This is an optimization exercise on Yosys and OpenROAD, whose aim is small area, a short achievable clock period and few clock cycles per item, not a production implementation.
The RTL was checked by simulation tests, not by an equivalence proof against the original design.

### flow/design.v
module law_div (
    input  wire [25:0] rem,
    input  wire [27:0] qlo,
    input  wire [25:0] d,
    output wire [25:0] rem_o,
    output wire [27:0] qlo_o
);
    wire [26:0] rs1 = {rem, qlo[27]};
    wire [27:0] df1 = {1'b0, rs1} - {2'b00, d};
    wire        ge1 = !df1[27];
    wire [25:0] r1  = ge1 ? df1[25:0] : rs1[25:0];
    wire [26:0] rs2 = {r1, qlo[26]};
    wire [27:0] df2 = {1'b0, rs2} - {2'b00, d};
    wire        ge2 = !df2[27];
    assign rem_o = ge2 ? df2[25:0] : rs2[25:0];
    assign qlo_o = {qlo[25:0], ge1, ge2};
endmodule
module rail_law (
    input  wire               clk,
    input  wire               rst,
    input  wire               start,
    input  wire               op_start,
    output wire               ready,
    output wire               done,
    input  wire signed [23:0] e_in,
    input  wire [15:0]        v_mv,
    input  wire [15:0]        vbus_mv,
    input  wire [17:0]        i_ma,
    input  wire [17:0]        ilim_ma,
    input  wire [23:0]        pin_mw,
    input  wire [23:0]        pshare_mw,
    input  wire               pshare_ok,
    input  wire [15:0]        tstage,
    input  wire [5:0]         n_act,
    input  wire               slam_en,
    input  wire               iloop_en,
    input  wire               ploop_en,
    input  wire               tloop_en,
    input  wire               vnorm,
    input  wire [1:0]         band_qual,
    input  wire [23:0]        band_out,
    input  wire [23:0]        band_in,
    input  wire [15:0]        slam_max,
    input  wire [15:0]        dmax,
    input  wire [15:0]        vbus_ref_mv,
    input  wire [9:0]         rloss,
    input  wire [15:0]        tlim,
    input  wire signed [31:0] b0,
    input  wire signed [31:0] b1,
    input  wire signed [31:0] b2,
    input  wire signed [31:0] a1,
    input  wire signed [31:0] a2,
    input  wire [31:0]        kp_i,
    input  wire [31:0]        ki_i,
    input  wire [31:0]        kp_p,
    input  wire [31:0]        ki_p,
    input  wire [31:0]        kp_t,
    input  wire [31:0]        ki_t,
    output wire [15:0]        d_rail,
    output reg  [1:0]         regime,
    output wire [1:0]         loop,
    output reg                armed,
    output reg  [15:0]        slam_frames,
    output reg  [31:0]        slam_events,
    output reg  [31:0]        slam_timeouts,
    output wire [31:0]        limit_frames
);
    localparam [1:0] R_LIN = 2'd0, R_UP = 2'd1, R_DN = 2'd2;
    localparam [3:0] O_B0 = 4'd0,  O_B1 = 4'd1,  O_B2 = 4'd2,  O_A1 = 4'd3,
                     O_A2 = 4'd4,  O_XR = 4'd5,  O_IP = 4'd6,  O_II = 4'd7,
                     O_PP = 4'd8,  O_PI = 4'd9,  O_TP = 4'd10, O_TI = 4'd11,
                     O_U  = 4'd12, O_G  = 4'd13, O_W  = 4'd14;
    localparam [1:0] P_NONE = 2'd0, P_B = 2'd1, P_A = 2'd2, P_L = 2'd3;
    localparam [2:0] D_IDLE = 3'd0, D_RUN = 3'd1, D_PLD = 3'd2, D_GLD = 3'd3,
                     D_WXR = 3'd4, D_PCK = 3'd5, D_PL2 = 3'd6;
    localparam [1:0] J_XN = 2'd1, J_PRE = 2'd2, J_G = 2'd3;
    reg [2:0]          up_cnt, dn_cnt;
    reg                slam_en_q;
    reg signed [23:0]  e1, e2;
    reg signed [31:0]  f1, f2;
    reg [24:0]         s_q;             
    reg signed [25:0]  ep0, ep1, ep2;   
    reg [2:0]          epv;             
    reg                run;
    reg                dec;             
    reg                lin_m, prex_m;   
    reg                slow;
    reg [1:0]          sj;
    reg [3:0]          o1;
    reg                c1;
    reg                v2, v3, v3f;
    reg                done_q;
    reg  [15:0]        d_rail_q;
    reg  [1:0]         loop_q;
    reg  [31:0]        lf_q;
    reg  [15:0]        dmax_q;          
    reg                gi;              
    reg [3:0]          o2;
    reg                sh2, last2;
    reg signed [32:0]  ma_q;
    reg signed [16:0]  mb_q;
    reg signed [65:0]  acc;
    reg [1:0]          pend;
    reg [1:0]          pk;
    reg signed [31:0]  m_q;
    reg                has_m, e1v, cv;
    reg [1:0]          e0_q, e1_q, c_q;
    reg [2:0]          dv;
    reg [1:0]          dj;
    reg [25:0]         rem, dd;
    reg [27:0]         qlo;
    reg [3:0]          dcnt;
    reg                pn_hi;
    reg                gs_q;            
    assign ready = !run;
    wire go = start && !run;
    function signed [31:0] sat32_50;
        input signed [49:0] x;
        begin
            if (!x[49] && (x[48:31] != 18'd0))
                sat32_50 = 32'sh7FFF_FFFF;
            else if (x[49] && (x[48:31] != {18{1'b1}}))
                sat32_50 = -32'sh8000_0000;
            else
                sat32_50 = x[31:0];
        end
    endfunction
    function [31:0] inc32s;
        input [31:0] x;
        reg c;
        integer i;
        begin
            c = ~&x;
            for (i = 0; i < 32; i = i + 1) begin
                inc32s[i] = x[i] ^ c;
                c = c & x[i];
            end
        end
    endfunction
    function [15:0] inc16s;
        input [15:0] x;
        reg c;
        integer i;
        begin
            c = ~&x;
            for (i = 0; i < 16; i = i + 1) begin
                inc16s[i] = x[i] ^ c;
                c = c & x[i];
            end
        end
    endfunction
    reg         ff_q;                
    wire [24:0] dmax_frac = ff_q ? 25'h100_0000 : {1'b0, dmax_q, 8'h00};
    reg                fq, sen;         
    reg                in_band, sfm, up_q, dn_q;
    reg  [2:0]         up_n, dn_n;
    wire [1:0]         cr_reg = fq ? R_LIN : regime;
    wire               cr_arm = fq ? 1'b0 : armed;
    wire [2:0]         cr_up  = op_start ? 3'd0 : up_cnt;
    wire [2:0]         cr_dn  = op_start ? 3'd0 : dn_cnt;
    wire               cr_seq = fq ? sen : slam_en_q;
    wire signed [25:0] e_x     = {{2{e_in[23]}}, e_in};
    wire signed [25:0] bi_x    = {2'd0, band_in};
    wire signed [25:0] bo_x    = {2'd0, band_out};
    wire signed [25:0] ib_hi   = bi_x - e_x;
    wire signed [25:0] ib_lo   = bi_x + e_x;
    wire signed [25:0] ab_d    = bo_x - e_x;
    wire signed [25:0] be_d    = bo_x + e_x;
    wire               in_band_c = !ib_hi[25] && !ib_lo[25];
    wire               above_c   = ab_d[25];
    wire               below_c   = be_d[25];
    wire [2:0]         up_nc   = above_c ? ((cr_up == 3'd4) ? 3'd4 : cr_up + 3'd1) : 3'd0;
    wire [2:0]         dn_nc   = below_c ? ((cr_dn == 3'd4) ? 3'd4 : cr_dn + 3'd1) : 3'd0;
    wire [2:0]         bq      = {1'b0, band_qual} + 3'd1;
    reg [1:0] nr;
    reg       arm, pre, tmo;
    always @* begin
        nr  = cr_reg;
        arm = cr_arm;
        pre = 1'b0;
        tmo = 1'b0;
        if (cr_seq && !sen) begin
            pre = (cr_reg != R_LIN);
            nr  = R_LIN;
            arm = 1'b0;
        end else if (cr_reg == R_LIN) begin
            if (!cr_arm) begin
                if (in_band)
                    arm = 1'b1;
            end else if (sen && up_q)
                nr = R_UP;
            else if (sen && dn_q)
                nr = R_DN;
        end else if (in_band) begin
            pre = 1'b1;
            nr  = R_LIN;
            arm = 1'b1;
        end else if (sfm) begin
            pre = 1'b1;
            nr  = R_LIN;
            arm = 1'b0;
            tmo = 1'b1;
        end else if (cr_reg == R_UP && dn_q)
            nr = R_DN;
        else if (cr_reg == R_DN && up_q)
            nr = R_UP;
    end
    wire lin_c = (nr == R_LIN);
    wire dn_c  = (nr == R_DN);
    wire signed [25:0] err_i = $signed({8'd0, ilim_ma}) - $signed({8'd0, i_ma});
    wire signed [25:0] err_p = $signed({2'd0, pshare_mw}) - $signed({2'd0, pin_mw});
    wire signed [25:0] err_t = $signed({10'd0, tlim}) - $signed({10'd0, tstage});
    wire [2:0]         part_c = {tloop_en, ploop_en & pshare_ok, iloop_en};
    reg  [2:0]         part;            
    wire [3:0] op_s1 = run ? o1 : O_B0;
    wire       ch_s1 = run & c1;
    wire [1:0] lk1 = (op_s1 >= O_TP) ? 2'd2 : (op_s1 >= O_PP) ? 2'd1 : 2'd0;
    reg signed [25:0] err_k;
    reg [31:0]        kp_k, ki_k;
    always @* begin
        case (lk1)
            2'd0:    begin err_k = err_i; kp_k = kp_i; ki_k = ki_i; end
            2'd1:    begin err_k = err_p; kp_k = kp_p; ki_k = ki_p; end
            default: begin err_k = err_t; kp_k = kp_t; ki_k = ki_t; end
        endcase
    end
    wire       slow_go;
    wire [1:0] sj_go;
    reg signed [26:0] dq;
    reg [1:0]         kn;
    reg [23:0]        ea_n, eb_n;
    reg signed [25:0] ep_n;
    reg               epv_n;
    wire [1:0]        kf = part[0] ? 2'd0 : part[1] ? 2'd1 : 2'd2;
    always @* begin
        if (slow_go)
            kn = sj_go - 2'd1;
        else if (op_s1 == O_IP || op_s1 == O_PP || op_s1 == O_TP)
            kn = lk1;
        else if (op_s1 == O_II)
            kn = part[1] ? 2'd1 : 2'd2;
        else if (op_s1 == O_PI)
            kn = 2'd2;
        else
            kn = kf;
        case (kn)
            2'd0:    begin ea_n = {6'd0, ilim_ma};   eb_n = {6'd0, i_ma};   ep_n = ep0; epv_n = epv[0]; end
            2'd1:    begin ea_n = pshare_mw;         eb_n = pin_mw;         ep_n = ep1; epv_n = epv[1]; end
            default: begin ea_n = {8'd0, tlim};      eb_n = {8'd0, tstage}; ep_n = ep2; epv_n = epv[2]; end
        endcase
    end
    wire [26:0] cs_a = {3'd0, ea_n};
    wire [26:0] cs_b = ~{3'd0, eb_n};
    wire [26:0] cs_c = ~{ep_n[25], ep_n};
    wire [26:0] cs_s = cs_a ^ cs_b ^ cs_c;
    wire [26:0] cs_y = (cs_a & cs_b) | (cs_a & cs_c) | (cs_b & cs_c);
    wire signed [26:0] derr_r = cs_s + {cs_y[25:0], 1'b1} + 27'd1;
    wire signed [26:0] derr_n = epv_n ? derr_r : 27'sd0;
    wire signed [26:0] derr_k = dq;
    wire [17:0] g_eff = qlo[17:0];
    reg signed [31:0] m_nx;
    reg signed [32:0] xo, yo;
    always @* begin
        xo = 33'sd0;
        yo = 33'sd0;
        case (op_s1)
            O_B0: begin xo = {b0[31], b0}; yo = {{9{e_in[23]}}, e_in}; end
            O_XR: begin xo = {15'd0, i_ma}; yo = {23'd0, rloss}; end
            O_B1: begin xo = {b1[31], b1}; yo = fq ? {{9{e_in[23]}}, e_in} : {{9{e1[23]}}, e1}; end
            O_B2: begin xo = {b2[31], b2}; yo = {{9{e2[23]}}, e2}; end
            O_A1: begin xo = {a1[31], a1}; yo = {f1[31], f1}; end
            O_A2: begin xo = {a2[31], a2}; yo = {f2[31], f2}; end
            O_IP, O_TP: begin xo = {1'b0, kp_k}; yo = {{6{derr_k[26]}}, derr_k}; end
            O_II, O_PI, O_TI: begin xo = {{7{err_k[25]}}, err_k}; yo = {1'b0, ki_k}; end
            O_PP: begin xo = {{6{derr_k[26]}}, derr_k}; yo = {1'b0, kp_k}; end
            O_G:  begin
                xo = (slow && sj == 2'd0) ? {f1[31], f1} : {m_nx[31], m_nx};
                yo = {17'd0, g_eff[15:0]};
            end
            default: ;
        endcase
    end
    wire        yfit  = (yo[32:16] == {17{yo[16]}});
    wire [16:0] mbc   = yfit ? yo[16:0] : (ch_s1 ? yo[32:16] : {1'b0, yo[15:0]});
    wire        last1 = yfit | ch_s1;
    wire [13:0] en;
    assign en[O_B0] = 1'b0;
    assign en[O_XR] = !dec & prex_m;
    assign en[O_B1] = dec | lin_m;
    assign en[O_B2] = en[O_B1];
    assign en[O_A1] = en[O_B1];
    assign en[O_A2] = en[O_B1];
    assign en[O_IP] = part[0];
    assign en[O_II] = part[0];
    assign en[O_PP] = part[1];
    assign en[O_PI] = part[1];
    assign en[O_TP] = part[2];
    assign en[O_TI] = part[2];
    assign en[O_U]  = slow;
    assign en[O_G]  = 1'b1;
    reg [3:0] nxt;
    integer q;
    always @* begin
        nxt = O_G;
        for (q = 13; q >= 1; q = q - 1)
            if (q > op_s1 && en[q])
                nxt = q[3:0];
    end
    wire is_l2 = (op_s1 == O_II) || (op_s1 == O_PI) || (op_s1 == O_TI);
    wire [3:0] nxt_op = (op_s1 == O_G) ? O_W :
                        (slow && is_l2) ? O_U :
                        (slow && op_s1 == O_U) ? O_G : nxt;
    wire dv_busy = (dv != D_IDLE);
    wire [18:0] bb = {mb_q[16], mb_q, 1'b0};
    wire [65:0] brow [0:8];
    wire [8:0]  bneg;
    genvar bi;
    generate
        for (bi = 0; bi < 9; bi = bi + 1) begin : g_booth
            wire [2:0]  d   = bb[2*bi +: 3];
            wire        one = d[0] ^ d[1];
            wire        two = (d == 3'b011) | (d == 3'b100);
            wire        neg = d[2] & ~(d[1] & d[0]);
            wire [33:0] m   = {ma_q[32], ma_q};
            wire [33:0] p   = (({34{one}} & m) | ({34{two}} & {ma_q, 1'b0})) ^ {34{neg}};
            wire [65:0] ux  = {32'd0, ~p[33], p[32:0]};
            assign brow[bi] = ux << (2*bi);
            assign bneg[bi] = neg;
        end
    endgenerate
    wire [65:0] bnegs = {48'd0, 1'b0, bneg[8], 1'b0, bneg[7], 1'b0, bneg[6], 1'b0, bneg[5],
                         1'b0, bneg[4], 1'b0, bneg[3], 1'b0, bneg[2], 1'b0, bneg[1], 1'b0, bneg[0]};
    localparam [65:0] BK = -(66'h2_0000_0000 * 66'h1_5555);    
    wire signed [31:0] tb_w  = sat32_50({{8{acc[65]}}, acc[65:24]});
    wire signed [36:0] nf_w  = ~acc[65:29];
    wire signed [31:0] f_w   = sat32_50({{13{nf_w[36]}}, nf_w});
    wire signed [31:0] inc_w = sat32_50(acc[65:16]);
    wire ps2 = !sh2 && (o2 == O_B0 || o2 == O_A1 || o2 == O_IP || o2 == O_PP || o2 == O_TP);
    wire signed [65:0] init_a = {{5{~tb_w[31]}}, ~tb_w, 29'd0};
    wire signed [65:0] gbase  = g_eff[17] ? {{16{ma_q[32]}}, ma_q, 17'd0} :
                                g_eff[16] ? {{17{ma_q[32]}}, ma_q, 16'd0} : 66'sd0;
    wire signed [65:0] add_a  = (o2 == O_G)  ? gbase :
                                (o2 == O_XR) ? 66'sd0 :
                                sh2          ? (acc >>> 16) :
                                ps2          ? ((o2 == O_A1) ? init_a : 66'sd0) : acc;
    wire signed [65:0] add_b  = (o2 == O_G) ? $signed({25'd0, s_q, 16'd0}) : 66'sd0;
    wire signed [65:0] sum    = add_a + add_b + brow[0] + brow[1] + brow[2] + brow[3] + brow[4] +
                                brow[5] + brow[6] + brow[7] + brow[8] + bnegs + BK;
    wire               tk    = (pend == P_A) || (pend == P_L);
    wire signed [31:0] cx    = (pend == P_A) ? f_w : inc_w;
    wire [1:0]         cidx  = (pend == P_A) ? 2'd0 : pk;
    wire signed [32:0] cdif  = {cx[31], cx} - {m_q[31], m_q};
    wire               c_eq1 = &cdif;
    wire               c_lt2 = cdif[32] && !c_eq1;
    wire               c_low = cx[31] && (!cx[30] || (cx[29:0] == 30'd0));    
    wire spec_bad;
    reg signed [31:0] m_n;
    reg               has_n, e1v_n, cv_n;
    reg [1:0]         e0_n, e1_n, c_n;
    always @* begin
        m_n   = m_q;
        has_n = has_m;
        e0_n  = e0_q;
        e1_n  = e1_q;
        e1v_n = e1v;
        c_n   = c_q;
        cv_n  = cv;
        if (tk) begin
            if (slow) begin
                m_n = cx;
            end else begin
                if (!has_m || c_lt2) begin
                    m_n   = cx;
                    e0_n  = cidx;
                    e1v_n = 1'b0;
                end else if (c_eq1) begin
                    m_n   = cx;
                    e1_n  = e0_q;
                    e1v_n = 1'b1;
                    e0_n  = cidx;
                end
                has_n = 1'b1;
                if (!cv && c_low) begin
                    c_n  = cidx;
                    cv_n = 1'b1;
                end
            end
        end
        m_nx = m_n;
    end
    assign spec_bad = tk && !slow && (!has_m || c_lt2 || c_eq1);
    wire fastc = !slow && !(cv_n && (c_n != e0_n));
    wire signed [34:0] pp    = acc[50:16];
    wire               sat_h = !pp[34] && ((pp[33:31] != 3'd0) || (&pp[30:0]));
    wire               sat_l = pp[34] && !(&pp[33:31]);
    wire               sat_le = sat_l || (pp[34:31] == 4'hF && pp[30:0] == 31'd0);
    wire signed [31:0] dd32  = sat_h ? 32'sh7FFF_FFFF : sat_le ? -32'sh8000_0000 : pp[31:0];
    wire [16:0]        rg    = {1'b0, acc[15:0]} + {1'b0, g_eff[15:0]};
    wire               tie   = e1v && (g_eff[17:16] == 2'd0) && !rg[16];
    wire               d_neg = pp[34];
    wire               d_big = |pp[33:25];
    wire               d_hgt = pp[23:8] > dmax_q;
    wire               d_heq = pp[23:8] == dmax_q;
    wire               d_lnz = |pp[7:0];
    wire               d_lgt = ff_q ? (pp[24] && (|pp[23:0])) : (pp[24] || d_hgt || (d_heq && d_lnz));
    wire               d_leq = ff_q ? (pp[24] && !(|pp[23:0])) : (!pp[24] && d_heq && !d_lnz);
    wire               d_gt  = !d_neg && (d_big || d_lgt);
    wire               d_ge  = !d_neg && (d_big || d_lgt || d_leq);
    wire [1:0] dclmp_k = d_neg ? 2'd0 : d_gt ? 2'd1 : 2'd2;
    reg [1:0]  win;
    reg [1:0]  dsel_k;
    reg        go_slow;
    always @* begin
        win     = 2'd0;
        dsel_k  = dclmp_k;
        go_slow = 1'b0;
        if (slow) begin
            win    = sj;
            dsel_k = 2'd0;
        end else if (!has_m) begin
            win    = 2'd0;
            dsel_k = 2'd1;
        end else if (!lin_m && d_ge) begin
            win    = 2'd0;
            dsel_k = 2'd1;
        end else if (lin_m && sat_h) begin
            win = 2'd0;
        end else if (sat_l) begin
            win     = e0_q;
            go_slow = (c_q != e0_q);
        end else begin
            win = tie ? e1_q : e0_q;
        end
    end
    wire [24:0] dsel = (dsel_k == 2'd0) ? 25'd0 : (dsel_k == 2'd1) ? dmax_frac : pp[24:0];
    wire        fin_ok = !slow || sat_le;
    wire [24:0] d_sum   = pp[24:0] + 25'd128;
    wire [15:0] d16_d   = d_sum[24] ? 16'hFFFF : d_sum[23:8];
    wire [15:0] d16     = (dsel_k == 2'd0) ? 16'd0 : (dsel_k == 2'd1) ? dmax_q : d16_d;
    wire [31:0] lf_n    = (win != 2'd0 && !(&lf_q)) ? lf_q + 32'd1 : lf_q;
    assign done         = done_q | v3f;
    assign d_rail       = v3f ? d16 : d_rail_q;
    assign loop         = v3f ? win : loop_q;
    assign limit_frames = v3f ? lf_n : lf_q;
    wire [3:0] partx = {part, lin_m};
    reg  [1:0] sj_nx;
    integer q2;
    always @* begin
        sj_nx = 2'd3;
        for (q2 = 3; q2 >= 0; q2 = q2 - 1)
            if (q2 > sj && partx[q2])
                sj_nx = q2[1:0];
    end
    assign sj_go   = slow ? sj_nx : c_q;
    assign slow_go = run && v3 && !(fin_ok && !go_slow);
    wire [25:0] rem_o;
    wire [27:0] qlo_o;
    law_div u_div (.rem(rem), .qlo(qlo), .d(dd), .rem_o(rem_o), .qlo_o(qlo_o));
    wire [15:0] vbus_nz = (vbus_mv == 16'd0) ? 16'd1 : vbus_mv;
    wire [5:0]  n_nz    = (n_act == 6'd0) ? 6'd1 : n_act;
    wire [15:0] pv      = rem[15:0];
    wire [15:0] pb      = dd[15:0];
    wire [28:0] pre_num = {3'd0, pv, 10'd0} - {9'd0, pv, 4'd0} - {10'd0, pv, 3'd0} + {1'b0, qlo};
    wire [25:0] pre_den = {pb, 10'd0} - {6'd0, pb, 4'd0} - {7'd0, pb, 3'd0};
    wire        g_sat   = {1'b0, vbus_ref_mv} >= {vbus_nz, 1'b0};
    always @(posedge clk) begin
        dq    <= derr_n;
        o2    <= op_s1;
        ma_q  <= xo;
        mb_q  <= mbc;
        sh2   <= !yfit & ch_s1;
        last2 <= last1;
        acc   <= sh2 ? {sum[49:0], acc[15:0]} : sum;
    end
    always @(posedge clk) begin
        if (rst) begin
            done_q        <= 1'b0;
            run           <= 1'b0;
            d_rail_q      <= 16'd0;
            regime        <= R_LIN;
            loop_q        <= 2'd0;
            v3f           <= 1'b0;
            armed         <= 1'b0;
            slam_frames   <= 16'd0;
            slam_events   <= 32'd0;
            slam_timeouts <= 32'd0;
            lf_q          <= 32'd0;
            up_cnt        <= 3'd0;
            dn_cnt        <= 3'd0;
            slam_en_q     <= 1'b0;
            epv           <= 3'd0;
            v2            <= 1'b0;
            v3            <= 1'b0;
            slow          <= 1'b0;
            pend          <= P_NONE;
            dv            <= D_IDLE;
            dec           <= 1'b0;
        end else begin
            done_q <= 1'b0;
            v3f    <= 1'b0;
            if (v3f) begin
                d_rail_q <= d16;
                loop_q   <= win;
                s_q      <= dsel;
                lf_q     <= lf_n;
            end
            v3  <= run && v2 && (o2 == O_G) && !spec_bad && !fastc;
            v3f <= run && v2 && (o2 == O_G) && !spec_bad && fastc;
            if (run) begin
                if (v2 && last2)
                    pend <= (o2 == O_B2) ? P_B :
                            (o2 == O_A2) ? P_A :
                            (o2 == O_II || o2 == O_PI || o2 == O_TI) ? P_L : P_NONE;
                else
                    pend <= P_NONE;
                pk <= (o2 >= O_TP) ? 2'd3 : (o2 >= O_PP) ? 2'd2 : 2'd1;
                if (pend == P_B) begin
                    e2 <= e1;
                    e1 <= e_in;
                end
                if (pend == P_A) begin
                    f2 <= f1;
                    f1 <= f_w;
                end
                m_q   <= m_n;
                has_m <= has_n;
                e0_q  <= e0_n;
                e1_q  <= e1_n;
                e1v   <= e1v_n;
                c_q   <= c_n;
                cv    <= cv_n;
            end
            if (go) begin
                run     <= 1'b1;
                dec     <= 1'b1;
                in_band <= in_band_c;
                fq      <= op_start;
                sen     <= slam_en;
                up_n    <= up_nc;
                dn_n    <= dn_nc;
                up_q    <= up_nc >= bq;
                dn_q    <= dn_nc >= bq;
                ff_q    <= (dmax == 16'hFFFF);
                dmax_q  <= dmax;
                sfm     <= slam_frames >= slam_max;
                part    <= part_c;
                slow    <= 1'b0;
                has_m   <= 1'b0;
                e1v     <= 1'b0;
                cv      <= 1'b0;
                pend    <= P_NONE;
                gi      <= 1'b0;
                v2      <= 1'b1;
                o1      <= last1 ? O_B1 : O_B0;
                c1      <= !last1;
            end else if (run) begin
                if (v3 && fin_ok && !go_slow) begin
                    run      <= 1'b0;
                    done_q   <= 1'b1;
                    v2       <= 1'b0;
                    d_rail_q <= d16;
                    loop_q   <= win;
                    s_q      <= dsel;
                    lf_q     <= lf_n;
                    if (part[0]) ep0 <= err_i;
                    if (part[1]) ep1 <= err_p;
                    if (part[2]) ep2 <= err_t;
                    epv <= part;
                end else if (v3) begin
                    slow <= 1'b1;
                    sj   <= sj_go;
                    v2   <= 1'b0;
                    gi   <= 1'b0;
                    c1   <= 1'b0;
                    o1   <= (sj_go == 2'd0) ? O_G : (sj_go == 2'd1) ? O_IP :
                            (sj_go == 2'd2) ? O_PP : O_TP;
                end else if (o1 == O_W) begin
                    v2 <= 1'b0;
                end else if (o1 == O_U) begin
                    v2 <= 1'b0;
                    o1 <= nxt_op;
                end else if (o1 == O_G && gi) begin
                    v2 <= spec_bad;
                    gi <= 1'b0;
                    o1 <= O_W;
                end else if (o1 == O_G && dv_busy) begin
                    v2 <= 1'b0;
                end else if (o1 == O_G) begin
                    v2 <= 1'b1;
                    gi <= 1'b1;
                end else begin
                    v2    <= 1'b1;
                    if (!last1)
                        c1 <= 1'b1;
                    else begin
                        c1 <= 1'b0;
                        o1 <= nxt_op;
                    end
                end
            end
            if (run && v2 && o2 == O_G && !spec_bad && fastc) begin
                run <= 1'b0;
                v2  <= 1'b0;
                gi  <= 1'b0;
                o1  <= O_W;
                if (part[0]) ep0 <= err_i;
                if (part[1]) ep1 <= err_p;
                if (part[2]) ep2 <= err_t;
                epv <= part;
            end
            if (run && dec) begin
                dec    <= 1'b0;
                lin_m  <= lin_c;
                prex_m <= pre & !fq;
                if (dn_c) begin
                    run    <= 1'b0;
                    done_q <= 1'b1;
                    v2     <= 1'b0;
                end else if (!lin_c) begin
                    o1 <= part[0] ? O_IP : part[1] ? O_PP : part[2] ? O_TP : O_U;
                    c1 <= 1'b0;
                end else if (pre && !fq) begin
                    o1 <= O_B0;
                    c1 <= 1'b0;
                end
                regime    <= nr;
                armed     <= arm;
                up_cnt    <= up_n;
                dn_cnt    <= dn_n;
                slam_en_q <= sen;
                if (nr != R_LIN)
                    slam_frames <= inc16s(slam_frames);    
                else
                    slam_frames <= 16'd0;
                if (nr != cr_reg && nr != R_LIN)
                    slam_events <= inc32s(slam_events);
                if (tmo)
                    slam_timeouts <= inc32s(slam_timeouts);
                if (fq || pre) begin
                    e1  <= e_in;
                    e2  <= e_in;
                    f1  <= 32'sd0;
                    f2  <= 32'sd0;
                    epv <= 3'd0;
                end
            end
            if (go) begin
                rem  <= {12'd0, vbus_ref_mv[15:2]};
                dd   <= {10'd0, vbus_nz};
                dcnt <= 4'd8;
                dj   <= J_G;
                gs_q <= g_sat;
                if (op_start)
                    qlo <= 28'd0;
                else if (!vnorm)
                    qlo <= 28'h001_0000;
                else
                    qlo <= {vbus_ref_mv[1:0], 26'd0};
                dv <= op_start ? D_PLD : vnorm ? D_RUN : D_IDLE;
            end else begin
                case (dv)
                    D_WXR: if (run && v2 && o2 == O_XR) begin
                        rem  <= 26'd0;
                        qlo  <= sum[27:0];
                        dd   <= {20'd0, n_nz};
                        dcnt <= 4'd13;
                        dj   <= J_XN;
                        dv   <= D_RUN;
                    end
                    D_RUN: begin
                        rem  <= rem_o;
                        qlo  <= qlo_o;
                        dcnt <= dcnt - 4'd1;
                        if (dcnt == 4'd0) begin
                            if (dj == J_XN)
                                dv <= D_PLD;
                            else if (dj == J_PRE) begin
                                s_q <= (qlo_o[23:0] > dmax_frac) ? dmax_frac : {1'b0, qlo_o[23:0]};
                                dv  <= D_GLD;
                            end else begin
                                qlo <= gs_q ? 28'h002_0000 :
                                       (qlo_o[17:15] == 3'd0) ? 28'h000_8000 : {10'd0, qlo_o[17:0]};
                                dv  <= D_IDLE;
                            end
                        end
                    end
                    D_PLD: begin
                        rem <= {10'd0, v_mv};
                        dd  <= {10'd0, vbus_nz};
                        dv  <= D_PL2;
                    end
                    D_PL2: begin
                        qlo   <= pre_num[27:0];
                        pn_hi <= pre_num[28];
                        dd    <= pre_den;
                        dv    <= D_PCK;
                    end
                    D_PCK: begin
                        if (pn_hi || ({2'd0, qlo} >= {4'd0, dd})) begin
                            s_q <= dmax_frac;
                            dv  <= D_GLD;
                        end else begin
                            rem  <= qlo[25:0];
                            qlo  <= 28'd0;
                            dcnt <= 4'd11;
                            dj   <= J_PRE;
                            dv   <= D_RUN;
                        end
                    end
                    D_GLD: begin
                        rem  <= {12'd0, vbus_ref_mv[15:2]};
                        qlo  <= vnorm ? {vbus_ref_mv[1:0], 26'd0} : 28'h001_0000;
                        dd   <= {10'd0, vbus_nz};
                        dcnt <= 4'd8;
                        dj   <= J_G;
                        gs_q <= g_sat;
                        dv   <= vnorm ? D_RUN : D_IDLE;
                    end
                    default: dv <= D_IDLE;
                endcase
                if (run && dec && (dn_c || pre))
                    dv <= dn_c ? D_IDLE : D_WXR;
            end
        end
    end
endmodule
### flow/flow/run.sh
#!/bin/bash
# The standard layout (standard.sh), with plain buffers in place of the
# default delay-cell buffers on the input and output ports: every port still
# gets its buffer. The output of the run goes to standard.log here.
set -e
export BUFFER_PORTS_ARGS="-buffer_cell sky130_fd_sc_hd__buf_2"
echo 'export BUFFER_PORTS_ARGS = -buffer_cell sky130_fd_sc_hd__buf_2' >> config.mk
bash standard.sh > standard.log 2>&1
### flow/standard.sh
#!/bin/bash
# synth_recipe.tcl (not shown) runs the flow's synth.tcl, then flattens the netlist and writes it again
# the make line also repeats each setting of config.mk as NAME=value (left out here)
make -C /OpenROAD-flow-scripts/flow DESIGN_CONFIG=/design/flow/config.mk WORK_HOME=/design/flow/orfs CLKGATE_MAP_FILE= SYNTH_SCRIPT=/design/flow/synth_recipe.tcl "${@:-finish}"
### flow/config.mk
export PLATFORM = sky130hd
export DESIGN_NAME = rail_law
export DESIGN_NICKNAME = rail_law
export VERILOG_FILES = /design/flow/design.v
export SDC_FILE = /design/flow/constraint.sdc
export NUM_CORES = 4
export LEC_CHECK = 0
export CAP_MARGIN = 20
export CORE_MARGIN = 2
export CORE_UTILIZATION = 40
export PLACE_DENSITY = 0.6
export SLEW_MARGIN = 20
export BUFFER_PORTS_ARGS = -buffer_cell sky130_fd_sc_hd__buf_2
### flow/constraint.sdc
create_clock -name core_clock -period 28.0 [get_ports {clk}]
set_input_delay 5.6000 -clock core_clock [delete_from_list [all_inputs] [get_ports {clk}]]
set_output_delay 5.6000 -clock core_clock [all_outputs]
set_load 0.01 [all_outputs]
==> results of run 1 <==
-- worst register-to-register path: cells and delay by family, from the launching register on --
kind,cells,cell delay [ns]
xor gates and xnor gates,2,0.42
buffers and inverters,3,1.18
adders and majority gates,7,4.10
DFF,1,0.31
muxes,1,0.09
AOI/OAI and AO/OA,8,2.52
and+or+nand+nor,3,1.13
-- per-stage QoR --
stage / instance area, um2 / instances / setup slack (ns) / hold slack, ns
3_5_place_dp: 83060 / 11820 / 17.56 / 0.4436
4_1_cts: 85890 / 11980 / 17.00 / 0.4550
2_1_floorplan: 76350 / 8890 / 14.90 / 0.4294
6_report: 86030 / 12000 / 16.96 / 0.4571
5_1_grt: 86000 / 11990 / 16.71 / 0.4728
3_3_place_gp: 83040 / 11820 / 17.55 / 0.4354
-- registers in the layout (all words and copies together) (netlist names), 17 cells and up --
| register | flops |
|---|---|
| e1 | 24 |
| slam_timeouts | 32 |
| m_q | 32 |
| ep1 | 26 |
| f2 | 32 |
| f1 | 32 |
| qlo | 28 |
| e2 | 24 |
| acc | 66 |
| dd | 26 |
| lf_q | 32 |
| rem | 26 |
| s_q | 25 |
| dq | 27 |
| ep2 | 26 |
| ep0 | 26 |
| mb_q | 17 |
| slam_events | 32 |
| ma_q | 33 |
-- cell type report --
cell class / count / area (um2)
fill: 18530 / 104000
multi-input combinational: 6966 / 54090
sequential: 692 / 17910
timing repair buffer: 989 / 5515
tap: 2511 / 3142
inverter: 662 / 2492
clock buffer: 128 / 2472
clock inverter: 32 / 361.6
antenna: 21 / 52.55
-- Yosys cell counts, types with 23 or more instances --
cell       count  share of area, %
xnor2_1      414               4.7
o21ai_0      391               2.6
mux2_2       146               2.2
clkbuf_1     447               2.2
mux2i_1      173               2.3
o21a_1        73              0.72
a22oi_1      326               3.2
a21o_1       173               1.7
buf_1         82              0.40
nor2_1       725               3.6
a222oi_1     111               1.5
buf_2         33              0.22
inv_1        656               3.2
a31oi_1       50              0.41
a31o_2        24              0.28
a221oi_1      27              0.31
dfxtp_1      288               7.6
and3_1        56              0.46
nor2b_1       85              0.70
nand2_1      690               3.4
a21boi_0      27              0.27
nand4_1       81              0.66
or3_1         41              0.34
a22o_1        76              0.87
nand2b_1     105              0.86
a2111oi_0     41              0.47
and2_1        42              0.34
nor4_1        55              0.45
a211oi_1     102               1.0
nor3_1       138              0.90
nand3_1      148              0.97
o21bai_1      53              0.52
o22ai_1       34              0.28
or2_2         25              0.20
a221o_1       23              0.30
fa_1         328               8.6
ha_1         763                13
o31ai_1       48              0.47
xor2_1       224               2.6
edfxtp_1     404                16
o221ai_1      40              0.46
o211ai_1      50              0.49
a21oi_1      711               4.7
-- routing by layer --
metal / vias to the layer above / GRT usage (%)
met1: 37430 / 47.85
li1: 33260 / -
met2: 4715 / 53.68
met4: 22 / 23.67
met3: 984 / 8.244
met5: - / 0.3722
-- path summary, 6_finish.rpt --
kind	from	end	slack (ns)
setup reg to reg	mb_q[1]	acc[62]	18.08
hold reg to reg	epv[1]	epv[1]	0.46
setup / recovery	acc[34]	limit_frames[22]	16.96
hold / removal	epv[1]	epv[1]	0.46
-- logic make-up after synthesis --
kind of cell	count (synthesis)	share of synthesized area (%)
buffers and inverters	1232	6.203
DFF	692	23.44
and+or+nand+nor	2306	14.10
muxes	349	4.967
adders and majority gates	1091	21.10
AOI/OAI and AO/OA	2582	22.86
xor gates and xnor gates	638	7.319
==> notes.md, run 1 <==
* Outcome: finished clean
* CP Max Fanout at 21
* Path depth of the worst reg2reg path at 24
* Remaining routing DRC violations at 0
* Syn Area/Cell at 8.588 um2
* Crit path max-delay cell type: dfxtp_1
* Total track usage at a little over a third
* Layout cells sized above 1 at about 15%
* Largest buffer count on any clock path at 3
* Final Setup Violations at 0
* Post-Route Setup TNS at 0 ns
* Critical Path, Cell by Cell: ha_1, nand3_1, or3_1, nor4_1, a21oi_1, nand2_1, a31o_2, nand3b_1, o31ai_1, a32oi_1, buf_4, and2_1, or3_1, xnor2_1, buf_2
* Layout Utilization at between 40% and 50%
* HPWL Detailed at 287200 um
* Worst-Margin Slew at approximately 1.3 ns
* Kind of critical path: flip-flop to output port
* Global route total overflow at 0
* Final period util at between 30% and 40%
* Number of distinct library cells after synthesis at about 100
* CP dominant cell by count: or3_1
* CP delay by family, top: simple AND/OR/NAND/NOR gates
* CTS root buf: clkbuf_16
* Gpl congestion at around 1.0
* Worst EP arrival at between 5 and 6 ns
* Area Growth Syn to Fin at 12.68%
* TritonCTS buffer count at between 80 and 90
* Data required time of the critical path at ~22 ns
* Crit path buf inv count at 2
* Fraction of registers with async set/reset at 0%
* IO Pins at a little under 800
* Hold depth at 2
* Headroom to the max-slew limit at a little over a tenth
* Row cnt at 160
* CTS Hold Bufs at 0
* Die ar. at 194400 um2
* CP endpoint kind: output port
* Synth Warn # at 1
* Slew Limit Fails at 0
* Most common flop cell mapped by yosys: edfxtp_1
* IO buf count at a little under 800
* Largest net degree at the start of global routing at about 110
* TritonCTS clock tree: done
* Worst setup SP type: flip-flop
* Nets at approximately 11000
* Initial Util at roughly two fifths
* Avg Vias per Cell at roughly 6.4
* MaxCap Viol Count at 0
* Most frequent cells in the layout: 782 x buf_2, 756 x ha_1, 709 x nor2_1, 705 x a21oi_1, 688 x nand2_1
* Max Fclk at 90.57 MHz
* Post-synthesis sequential area ratio at a little under a quarter
* Vias at 76410
* Syn nets at between 10000 and 15000
* Clock slew at reported path FFs at about 0.07 ns
* Final wirelength at approximately 370000 um
* Cells after Synth at 8890
* Metal1 wirelength at 145800 um
* Die width at between 400 and 500 um
* Antenna Nets Post-Route at 0
* H-tree levels at 3
* Post-synth EDFFs at 404
* First-pass GRT wire length at 518000 um
* Final Hold Vio Count at 0
* Post-CTS sizing at 0
* Avg WL per Cell at 30.73 um
* Worst path depth at 15
* HP Class: flip-flop to flip-flop
* Setup Fix Bufs, Post-CTS at 0
* Router iterations before antenna repair at 10
* Commonest non-fill, non-tap cell in the layout: buf_2
* Core Box Area at 190000 um2
* DR iter-0 viols at 10410
* Clock latency on the worst-skew pair at 0.76 ns
* Die Y at about 440 um
* Yosys reg bits at 692
* Clock skew at about 0.036 ns
* RSZ-0062 raised after global routing: false
* Post-layout min period at 11.04 ns
* Vias in the first global route at 72530
* Routed wl met3 at slightly below 40000 um
* Routed wl met2 at between 150000 and 200000 um
* Synthesized area at between 70000 and 80000 um2
* Highest metal used: met5
* Initial antenna violation count at between 50 and 60
* Slowest stage delay, CP at 0.95 ns
* # clock sinks at roughly 690
Testbench counts, summed over its fixed seeds: cycles 121,620, frames 9,600.
==> run 2, diff against run 1 <==
--- a/flow/design.v
+++ b/flow/design.v
@@ -256,6 +256,7 @@
     wire [26:0] cs_y = (cs_a & cs_b) | (cs_a & cs_c) | (cs_b & cs_c);
     wire signed [26:0] derr_r = cs_s + {cs_y[25:0], 1'b1} + 27'd1;
     wire signed [26:0] derr_n = epv_n ? derr_r : 27'sd0;
+    reg  signed [25:0] eq;
     wire signed [26:0] derr_k = dq;
     wire [17:0] g_eff = qlo[17:0];
     reg signed [31:0] m_nx;
@@ -271,7 +272,7 @@
             O_A1: begin xo = {a1[31], a1}; yo = {f1[31], f1}; end
             O_A2: begin xo = {a2[31], a2}; yo = {f2[31], f2}; end
             O_IP, O_TP: begin xo = {1'b0, kp_k}; yo = {{6{derr_k[26]}}, derr_k}; end
-            O_II, O_PI, O_TI: begin xo = {{7{err_k[25]}}, err_k}; yo = {1'b0, ki_k}; end
+            O_II, O_PI, O_TI: begin xo = {{7{eq[25]}}, eq}; yo = {1'b0, ki_k}; end
             O_PP: begin xo = {{6{derr_k[26]}}, derr_k}; yo = {1'b0, kp_k}; end
             O_G:  begin
                 xo = (slow && sj == 2'd0) ? {f1[31], f1} : {m_nx[31], m_nx};
@@ -437,7 +438,9 @@
     wire [24:0] d_sum   = pp[24:0] + 25'd128;
     wire [15:0] d16_d   = d_sum[24] ? 16'hFFFF : d_sum[23:8];
     wire [15:0] d16     = (dsel_k == 2'd0) ? 16'd0 : (dsel_k == 2'd1) ? dmax_q : d16_d;
-    wire [31:0] lf_n    = (win != 2'd0 && !(&lf_q)) ? lf_q + 32'd1 : lf_q;
+    wire [31:0] lf_inc  = (&lf_q) ? lf_q : lf_q + 32'd1;
+    wire        lf_up   = (win != 2'd0);
+    wire [31:0] lf_n    = (lf_inc & {32{lf_up}}) | (lf_q & {32{!lf_up}});
     assign done         = done_q | v3f;
     assign d_rail       = v3f ? d16 : d_rail_q;
     assign loop         = v3f ? win : loop_q;
@@ -465,6 +468,7 @@
     wire        g_sat   = {1'b0, vbus_ref_mv} >= {vbus_nz, 1'b0};
     always @(posedge clk) begin
         dq    <= derr_n;
+        eq    <= err_k;
         o2    <= op_s1;
         ma_q  <= xo;
         mb_q  <= mbc;
==> run 2 against run 1 <==
  * Sequential cell count up 25
  * Synthesized area shrank 0.18%
  * Register-to-register slack better by 0.86 ns
  * Maximum frequency shrank 11%
  * Non-clock buffer count decreased by 8
  * Synthesized cell count is 0.79% higher
==> notes.md, run 2 <==
* HP Class: flip-flop to flip-flop
* Top-area cell type share of the netlist area at ~16%
* Die Y at between 400 and 500 um
* Final Hold Vio Count at 0
* Row cnt at 160
* Final period util at roughly 44%
* Worst EP arrival at a little under 7 ns
* DR iter-0 viols at ~9400
* Worst-Margin Slew at approximately 1.4 ns
* MaxCap Viol Count at 0
* Avg Vias per Cell at approximately 6.2
* Top Registers: acc: 66 flops, ma_q: 33 flops
* Footprint of the multi-input gates at 53390 um2
* TritonCTS buffer count at 87
* Initial Util at 40.16%
* First-pass GRT wire length at 509600 um
* Final Setup Violations at 0
* Slew Limit Fails at 0
* Initial antenna violation count at 64
* Die width at 440.5 um
* Post-synthesis sequential area ratio at ~24%
* Most frequent cells in the layout: 861 x nand2_1, 781 x buf_2, 762 x ha_1, 744 x a21oi_1, 679 x inv_1
* IO buf count at approximately 800
* Worst hold start: d_rail_q[9]
* Area Growth Syn to Fin at 12.97%
* Remaining routing DRC violations at 0
* Layout cells sized above 1 at between 10 and 15%
* Crit path launch: qlo[1]
* CTS root buf: clkbuf_16
* Die ar. at approximately 190000 um2
* Synthesized area at between 70000 and 80000 um2
* Reg area at roughly 18000 um2
* Headroom to the max-slew limit at between 5 and 6%
* Flop-to-flop setup slack at 18.94 ns
* Top post-synthesis cells by area: edfxtp_1 16%, ha_1 13%, fa_1 8.6%
* H-tree levels at 3
* Core Box Area at between 150000 and 200000 um2
* Total track usage at between 30% and 40%
* Synth Warn # at 1
* Yosys reg bits at between 700 and 800
* Nets at around 11000
* Post-Route Setup TNS at 0 ns
* IO Pins at approximately 780
* Vias in the first global route at 71970
* Most common flop cell mapped by yosys: edfxtp_1
* Post-CTS sizing at 0
* Largest net degree at the start of global routing at 73
* Global route total overflow at 0
* Largest Register: acc
* Post-synth EDFFs at between 400 and 500
* Synth area leader: edfxtp_1
* Kind of critical path: flip-flop to output port
* Final wirelength at 358700 um
* HPWL Detailed at between 200000 and 300000 um
* Clock latency on the worst-skew pair at between 0.7 and 0.8 ns
* Syn Area/Cell at 8.505 um2
* Router iterations before antenna repair at 9
* Reg2reg start: dd[1]
* Setup Fix Bufs, Post-CTS at 0
* Syn nets at approximately 11000
* Top-count cell post-synth: nand2_1
* Largest register FFs at 66
* Vias at ~75000
* CP Max Fanout at 30
* Synth cell count leaders: 864 x nand2_1, 763 x ha_1, 748 x a21oi_1
* Worst setup SP type: flip-flop
* Max Fclk at around 80 MHz
* Outcome: finished clean
* Gpl congestion at slightly above 1
* Clock slew at reported path FFs at ~0.060 ns
* Data required time of the critical path at 22.40 ns
* Clock skew at about 0.039 ns
* Largest buffer count on any clock path at 3
* Post-layout min period at approximately 12 ns
* Fraction of registers with async set/reset at 0%
* Avg WL per Cell at 29.68 um
* Number of distinct library cells after synthesis at 95
* Antenna Nets Post-Route at 0
* CTS Hold Bufs at 0
* Commonest non-fill, non-tap cell in the layout: nand2_1
* TritonCTS clock tree: done
* RSZ-0062 raised after global routing: false
* Cells after Synth at 8960
* Fillers at 18820
* # clock sinks at 717
* CP endpoint kind: output port
==> run 2: cell count changes after synthesis, sizes merged, moves of 25 or more <==
cell     change
nand2      +174
a221oi      +45
nor2        -43
o21ai       +39
a21oi       +36
mux2i       +36
a2111oi     -32
a211oi      -30
a222oi      -29
a22oi       +28
a22o        -27
inv         +27
dfxtp       +25
==> run 2: kinds of logic after synthesis <==
logic type	after synthesis	synth area share, %
AO/OA/AOI/OAI	2509	21.69
AND/OR/NAND/NOR	2373	14.12
buffers and inverters	1254	6.247
adder cells (fa/ha/maj)	1091	21.14
flip-flops	717	24.14
XOR/XNOR	645	7.413
multiplexers	371	5.242
==> run 2: through the flow <==
stage	setup WS (ns)	std cells	hold WS [ns]	area, um2	util, %
final	15.60	12080	0.4482	86090	45.36
after floorplan	15.00	8960	0.4281	76210	-
after CTS	15.32	12050	0.4510	85970	45.30
after global routing	15.23	12070	0.4703	86070	45.35
after detailed placement	16.14	11890	0.4423	82900	43.68
after global placement	16.34	11890	0.4361	82890	43.68
==> run 2: layout make-up <==
type / instances / area share (%)
Tap cell: 2511 / 3.649
Clock buffer: 117 / 2.936
Clock inverter: 47 / 0.6278
Sequential cell: 717 / 21.38
Antenna cell: 34 / 0.09882
Inverter: 688 / 3.011
Timing Repair Buffer: 981 / 6.284
Multi-Input combinational cell: 6989 / 62.01
==> run 2: worst paths after layout <==
check | to | depth (start not counted)
setup reg to reg | s_q[17] | 27
hold / removal | d_rail_q[9] | 2
setup / recovery | limit_frames[19] | 14
hold reg to reg | d_rail_q[9] | 2
==> run 2: worst max-delay path, stage by stage, from the launching register on <==
cell,delay [ns]
edfxtp_1,0.56
ha_1,0.35
a31o_2,0.24
a21o_1,0.17
a21oi_1,0.20
o21ai_0,0.18
a2111oi_0,0.64
o21bai_1,0.29
a221oi_1,0.63
mux2_2,0.42
o21ai_0,0.78
nand3_2,0.72
nor4_1,0.50
xor2_1,0.21
buf_2,0.16
==> run 2: routing by layer <==
layer / global-route usage [%] / up-vias / wire, um
met5: 0 / - / 257
li1: - / 33210 / -
met1: 45.73 / 36710 / 140000
met4: 22.59 / 42 / 25850
met3: 8.288 / 842 / 36580
met2: 54.45 / 4348 / 156000
Testbench counts of run 2, summed over its fixed seeds: cycles 121,620, frames 9,600.
==> run 3, diff against run 2 <==
--- a/flow/design.v
+++ b/flow/design.v
@@ -390,7 +390,7 @@
         m_nx = m_n;
     end
     assign spec_bad = tk && !slow && (!has_m || c_lt2 || c_eq1);
-    wire fastc = !slow && !(cv_n && (c_n != e0_n));
+    wire fastc = 1'b0;
     wire signed [34:0] pp    = acc[50:16];
     wire               sat_h = !pp[34] && ((pp[33:31] != 3'd0) || (&pp[30:0]));
     wire               sat_l = pp[34] && !(&pp[33:31]);
==> run 3 against run 2 <==
  * Routed wire length fell by 4.8%
  * Maximum frequency increased by 31%
  * Largest cell class unchanged
  * Count of clock-buffer cells in the layout fell by 4
  * First-iteration DRC count rose by 0.33%
  * Synthesized area down 2.9%
  * Register-to-register slack worse by 0.39 ns
  * Synthesized cell count down 2.1%
  * Sequential share of layout area hardly changed
  * Via count down 2.1%
  * Setup slack improved by 2.9 ns
==> notes.md, run 3 <==
* Synth Area in Simple Gates at between 10% and 20%
* Max Fclk at between 100 and 150 MHz
* Post-route cell area at 83650 um2
* TritonCTS buffer count at 85
* Layout cells sized above 1 at about 14%
* Die width at ~430 um
* CTS Hold Bufs at 0
* Worst EP arrival at just over 10 ns
* Vias in the first global route at 69700
* Clock latency on the worst-skew pair at about 0.75 ns
* Final period util at between 30% and 40%
* Most frequent cells in the layout: 929 x nand2_1, 781 x buf_2, 760 x ha_1, 705 x a21oi_1, 644 x inv_1
* Gpl congestion at 1.026
* Top-count cell post-synth: nand2_1
* Hold depth at 1
* Capture point of the worst reg-to-reg path: acc[60]
* Global route total overflow at 0
* CP Max Fanout at 5
* Post-synthesis sequential area ratio at between 20 and 25%
* Avg WL per Cell at approximately 29 um
* IO buf count at ~780
* Area after DPL at between 80000 and 90000 um2
* Slowest stage delay, CP at 0.51 ns
* Top post-synthesis cells by area: edfxtp_1 16%, ha_1 13%, fa_1 8.9%
* Most common flop cell mapped by yosys: edfxtp_1
* Synthesized area at ~74000 um2
* HP Class: flip-flop to flip-flop
* Setup Fix Bufs, Post-CTS at 0
* Crit path launch: pshare_mw[1]
* Place WS at 17.84 ns
* Post-layout min period at approximately 9.5 ns
* Die Y at around 430 um
* Router iterations before antenna repair at 12
* Critical Path, Cell by Cell: buf_2, inv_1, nor2_1, a21oi_1, o21ai_0, fa_1, inv_1, ha_1, fa_1, nor2b_1, o21ai_0, a21boi_0, nor4_1, o21ai_0, a21oi_1, o211ai_1, a41o_1, a21oi_1, a211o_1, a2111oi_0
* Synth cell count leaders: 931 x nand2_1, 762 x ha_1, 708 x a21oi_1
* Initial Util at 40.34%
* Largest Register: acc
* Number of distinct library cells after synthesis at between 90 and 100
* Reg2reg start: o2[1]
* MaxCap Viol Count at 0
* DR iter-0 viols at between 9000 and 10000
* CTS root buf: clkbuf_16
* Final worst slack at about 19 ns
* Cells after Synth at approximately 8800
* Post-CTS sizing at 0
* Placed insts at about 12000
* Fillers at between 15000 and 20000
* # clock sinks at around 700
* Avg Vias per Cell at 6.213
* Largest register FFs at 66
* Final Hold Vio Count at 0
* CP endpoint kind: flip-flop
* TritonCTS clock tree: done
* Kind of critical path: input pin to flip-flop
* Mux cell area share after synthesis at 3.349%
* Initial antenna violation count at 71
* Area Growth Syn to Fin at 13.02%
* IO Pins at 783
* Largest buffer count on any clock path at 3
* Commonest non-fill, non-tap cell in the layout: nand2_1
* First-pass GRT wire length at 486700 um
* Clock skew at approximately 0.057 ns
* Data required time of the critical path at between 20 and 30 ns
* Yosys reg bits at 699
* Row cnt at between 150 and 200
* Fraction of registers with async set/reset at 0%
* Final wirelength at roughly 340000 um
* Clock slew at reported path FFs at 0.06 ns
* Antenna Nets Post-Route at 0
* Post-route insts no fill at between 10000 and 15000
* Headroom to the max-slew limit at 14.07%
* Crit path max-delay cell type: fa_1
* Nets at approximately 11000
* Largest net degree at the start of global routing at 75
* HPWL Detailed at 269800 um
* RSZ-0062 raised after global routing: false
* Top Registers: acc: 66 flops, ma_q: 33 flops
* Core Box Area at between 150000 and 200000 um2
* Vias at approximately 74000
* Syn nets at about 11000
* Syn Area/Cell at between 8 and 9 um2
* Synth area leader: edfxtp_1
* Post-synth EDFFs at around 390
* Die ar. at approximately 190000 um2
* Setup crit end: dq[23]
* Outcome: finished clean
* H-tree levels at 3
* Flop-to-flop setup slack at 18.55 ns
* Synth Warn # at 1
* Slew Limit Fails at 0
* Worst setup SP type: input pin
* Path depth of the worst reg2reg path at 27
* Post-Route Setup TNS at 0 ns
* Post-synthesis compound-gate area fraction at 22.50%
* Worst-Margin Slew at approximately 1.3 ns
* Remaining routing DRC violations at 0
* Main combinational cell family by area after synthesis: compound AO/OA/AOI/OAI gates
* Top-area cell type share of the netlist area at around 16%
* Final Setup Violations at 0
* Post-Synth Adder-Cell Area at approximately 22%
* Xor/xnor cell area share of the yosys netlist at just over 7%
* Total track usage at 35.01%
-- run 3: metal layers --
metal  global-route usage, %  part of all wire, %  wire (um)  vias to the layer above
met1                   45.86                   40     136300                    36020
met3                   6.799                  9.6      32750                      775
met5                       0                0.078        265                        -
met2                   54.06                   44     151600                     4136
met4                   19.29                  6.0      20540                       40
li1                        -                    -          -                    32570
-- run 3: through the flow --
stage | hold slack (ns) | util, %
global placement | 0.4489 | 43.97
finish | 0.4631 | 45.59
CTS | 0.4641 | 45.52
detailed placement | 0.4509 | 43.97
global route | 0.4852 | 45.58
floorplan | 0.4167 | -
-- run 3: area by class of cell --
class                   count  area, um2  share of cell area, %
multi-input cells        6863      51960                  62.12
flip-flops and latches    699      17870                  21.37
repair buffers            967       5338                  6.381
well taps                2464       3083                  3.685
inverters                 650       2447                  2.926
clock buffers             113       2417                  2.890
clock inverters            46      440.4                 0.5265
diodes                     35      87.58                 0.1047
-- run 3: cell families (layout without fill, tap and decap cells) --
kind of cell    count (synthesis)  in the layout
compound gates               2526           2526
simple gates                 2409           2409
buf+inv                      1206           1776
fa+ha+maj                    1090           1090
flops                         699            699
xor+xnor                      604            604
mux                           234            234
other cells                     0             35
-- run 3: worst max-delay path: cells and delay by family --
kind,cells,cell delay (ns)
fa+ha+maj,3,1.20
simple gates,3,0.36
compound gates,11,2.66
buf+inv,3,0.24
-- run 3: worst min path at each step --
stage,startpoint,endpoint
final,up_n[0],up_cnt[0]
after global routing,dn_n[2],dn_cnt[2]
after CTS,up_n[0],up_cnt[0]
after detailed placement,slam_en_q,slam_en_q
after global placement,up_n[2],up_cnt[2]
after floorplan,eq[0],ma_q[0]
Testbench counts of run 3, summed over its fixed seeds: cycles 130,653, frames 9,600.
==> run 4, diff against run 3 <==
--- a/flow/config.mk
+++ b/flow/config.mk
@@ -8,6 +8,6 @@
 export CAP_MARGIN = 20
 export CORE_MARGIN = 2
 export CORE_UTILIZATION = 40
-export PLACE_DENSITY = 0.6
+export PLACE_DENSITY = 0.7
 export SLEW_MARGIN = 20
 export BUFFER_PORTS_ARGS = -buffer_cell sky130_fd_sc_hd__buf_2
==> run 4 against run 3 <==
  * Still clean
  * Die area did not move
  * Sequential share of layout area barely moved
  * Cell count barely moved
  * Clock skew fell by 0.00093 ns
==> notes.md, run 4 <==
* Outcome: finished clean
* Slew Limit Fails at 0
* MaxCap Viol Count at 0
* IO Pins at 783
* Top-count cell post-synth: nand2_1
* Largest buffer count on any clock path at 3
* Initial Util at between 40% and 50%
* Router iterations before antenna repair at 9
* Synth cell count leaders: 931 x nand2_1, 762 x ha_1, 708 x a21oi_1
* CTS root buf: clkbuf_16
* Largest Register: acc
* Core Box Area at between 150000 and 200000 um2
* Post-Synth Adder-Cell Area at a little over a fifth
* Largest net degree at the start of global routing at approximately 80
* Kind of critical path: flip-flop to flip-flop
* Worst-Margin Slew at around 1.3 ns
* Post-synthesis compound-gate area fraction at 22.50%
* Top-area cell type share of the netlist area at between 10% and 20%
* Xor/xnor cell area share of the yosys netlist at just over 7%
* Synth Area in Simple Gates at approximately 15%
* Placed insts at about 12000
* Antenna Nets Post-Route at 0
* Initial antenna violation count at 76
* RSZ-0062 raised after global routing: false
* Syn nets at approximately 11000
* Commonest non-fill, non-tap cell in the layout: nand2_1
* Layout cells sized above 1 at around 14%
* Vias at 74380
* Worst EP arrival at around 10 ns
* Post-layout min period at 9.852 ns
* Main combinational cell family by area after synthesis: compound AO/OA/AOI/OAI gates
* Clock slew at reported path FFs at approximately 0.07 ns
* IO buf count at a little under 800
* DR iter-0 viols at between 9000 and 10000
* HP Class: flip-flop to flip-flop
* Gpl congestion at 1.032
* Synth area leader: edfxtp_1
* Row cnt at ~160
* Global route total overflow at 0
* Cells after Synth at approximately 8800
* Flop-to-flop setup slack at about 18 ns
* Top post-synthesis cells by area: edfxtp_1 16%, ha_1 13%, fa_1 8.9%
* Most common flop cell mapped by yosys: edfxtp_1
* Area Growth Syn to Fin at 13.14%
* Final worst slack at 18.15 ns
* Largest register FFs at 66
* Die width at around 430 um
* Final Setup Violations at 0
* Worst setup SP type: flip-flop
* Synthesized area at roughly 74000 um2
* Headroom to the max-slew limit at 14.50%
* CP Max Fanout at 33
* Mux cell area share after synthesis at under 10%
* Yosys reg bits at between 600 and 700
* Die Y at approximately 430 um
* Vias in the first global route at between 70000 and 80000
* Fraction of registers with async set/reset at 0%
* Remaining routing DRC violations at 0
* Avg Vias per Cell at approximately 6.3
* CTS Hold Bufs at 0
* Total track usage at 35.33%
* Top Registers: acc: 66 flops, ma_q: 33 flops
* Clock latency on the worst-skew pair at approximately 0.73 ns
* Number of distinct library cells after synthesis at 97
* Nets at 11000
* Final wirelength at between 300000 and 400000 um
* Avg WL per Cell at about 29 um
* HPWL Detailed at between 200000 and 300000 um
* Data required time of the critical path at approximately 29 ns
* # clock sinks at approximately 700
* Die ar. at approximately 190000 um2
* Final Hold Vio Count at 0
* Post-Route Setup TNS at 0 ns
* Most frequent cells in the layout: 929 x nand2_1, 781 x buf_2, 761 x ha_1, 703 x a21oi_1, 644 x inv_1
* Place WS at around 18 ns
* Post-route insts no fill at 11840
* Max Fclk at 101.5 MHz
* Post-synthesis sequential area ratio at about a quarter
* Setup Fix Bufs, Post-CTS at 0
* H-tree levels at 3
* Synth Warn # at 1
* Syn Area/Cell at ~8.4 um2
* Clock skew at roughly 0.056 ns
* Post-CTS sizing at 0
* CP endpoint kind: flip-flop
* First-pass GRT wire length at between 400000 and 500000 um
* Post-synth EDFFs at around 390
* TritonCTS buffer count at 85
* TritonCTS clock tree: done
* Final period util at a little over a third
* Fillers at between 15000 and 20000
run 4: per-stage QoR:
step / area [um2] / util, % / hold WS [ns]
floorplan: 74010 / - / 0.4167
global placement: 80690 / 43.98 / 0.4447
detailed placement: 80700 / 43.98 / 0.4589
CTS: 83620 / 45.58 / 0.4694
global route: 83690 / 45.61 / 0.4736
finish: 83740 / 45.64 / 0.4725
run 4: path summary, 6_finish.rpt:
check / end / from / depth (start not counted)
setup / recovery: acc[60] / o2[1] / 24
setup reg to reg: acc[60] / o2[1] / 24
hold reg to reg: up_cnt[1] / up_n[1] / 1
hold / removal: up_cnt[1] / up_n[1] / 1
run 4: kinds of logic after synthesis:
logic type	after synthesis
buffers and inverters	1206
muxes	234
AOI/OAI and AO/OA	2526
and+or+nand+nor	2409
adders and majority gates	1090
DFF	699
xor gates and xnor gates	604
run 4: per-layer routing:
metal,global-route usage (%),vias up,share of wire [%]
li1,-,32590,-
met1,43.52,36180,37
met2,54.52,4516,44
met3,7.617,1042,10
met4,25.54,50,8.4
met5,0,-,0.099
run 4: layout make-up:
class                      count  area [um2]  share of cell area [%]
clock buffer                 111        2421                   2.891
timing repair buffer         966        5298                   6.326
sequential                   699       17870                   21.34
clock inverter                45       504.2                  0.6021
multi-input combinational   6863       52010                   62.11
antenna                       42       105.1                  0.1255
tap                         2464        3083                   3.682
inverter                     650        2447                   2.923
run 4: worst max-delay path, stage by stage, from the launching register on:
cell and delay (ns):
dfxtp_1 0.55, nor2b_1 0.31, xnor2_1 0.10, a21boi_0 0.40, or2_2 0.66, and2_1 0.88
nand2_1 0.21, fa_1 0.58, fa_1 0.44, fa_1 0.50, inv_1 0.05, fa_1 0.45
ha_1 0.29, ha_1 0.34, a21o_1 0.20, a21o_1 0.17, a41o_1 0.26, a2111oi_2 0.65
o22a_1 0.33, o21ai_1 0.20, a2111oi_1 0.71, nor2_1 0.18, a211oi_1 0.72, mux2_2 0.41
a21oi_1 0.15

## separate check: timing with driven ports
Ports are ideal in the flow. The routed layouts listed here were re-timed in OpenROAD.
Step 1 assumes that a clkbuf_16 drives the clock port and a buf_2 every other input.
Step 2 adds t to the input delays and takes it off the output delays; t is the mean of the earliest and latest rising clock arrival at the registers after step 1. Input paths then give back, and output paths get back, about the clock's delay inside the block.
a / b / c = ideal / step 1 / step 2; a / b = the first two.
run | t, ns | slack for setup (ns) | pins driven straight from the clock port
run 1 | 0.849 | 16.959 / 16.851 / 17.377 | 1
run 2 | 0.817 | 15.598 / 15.497 / 16.314 | 1
run 3 | 0.801 | 18.534 / 18.551 / 17.787 | 1
run 4 | 0.795 | 18.148 / 18.148 / 17.569 | 1
After both steps setup and hold are still met in every run listed. For run 3, which loses most, drivers alone change the setup slack by +0.017 ns; drivers and shift together by -0.747 ns.
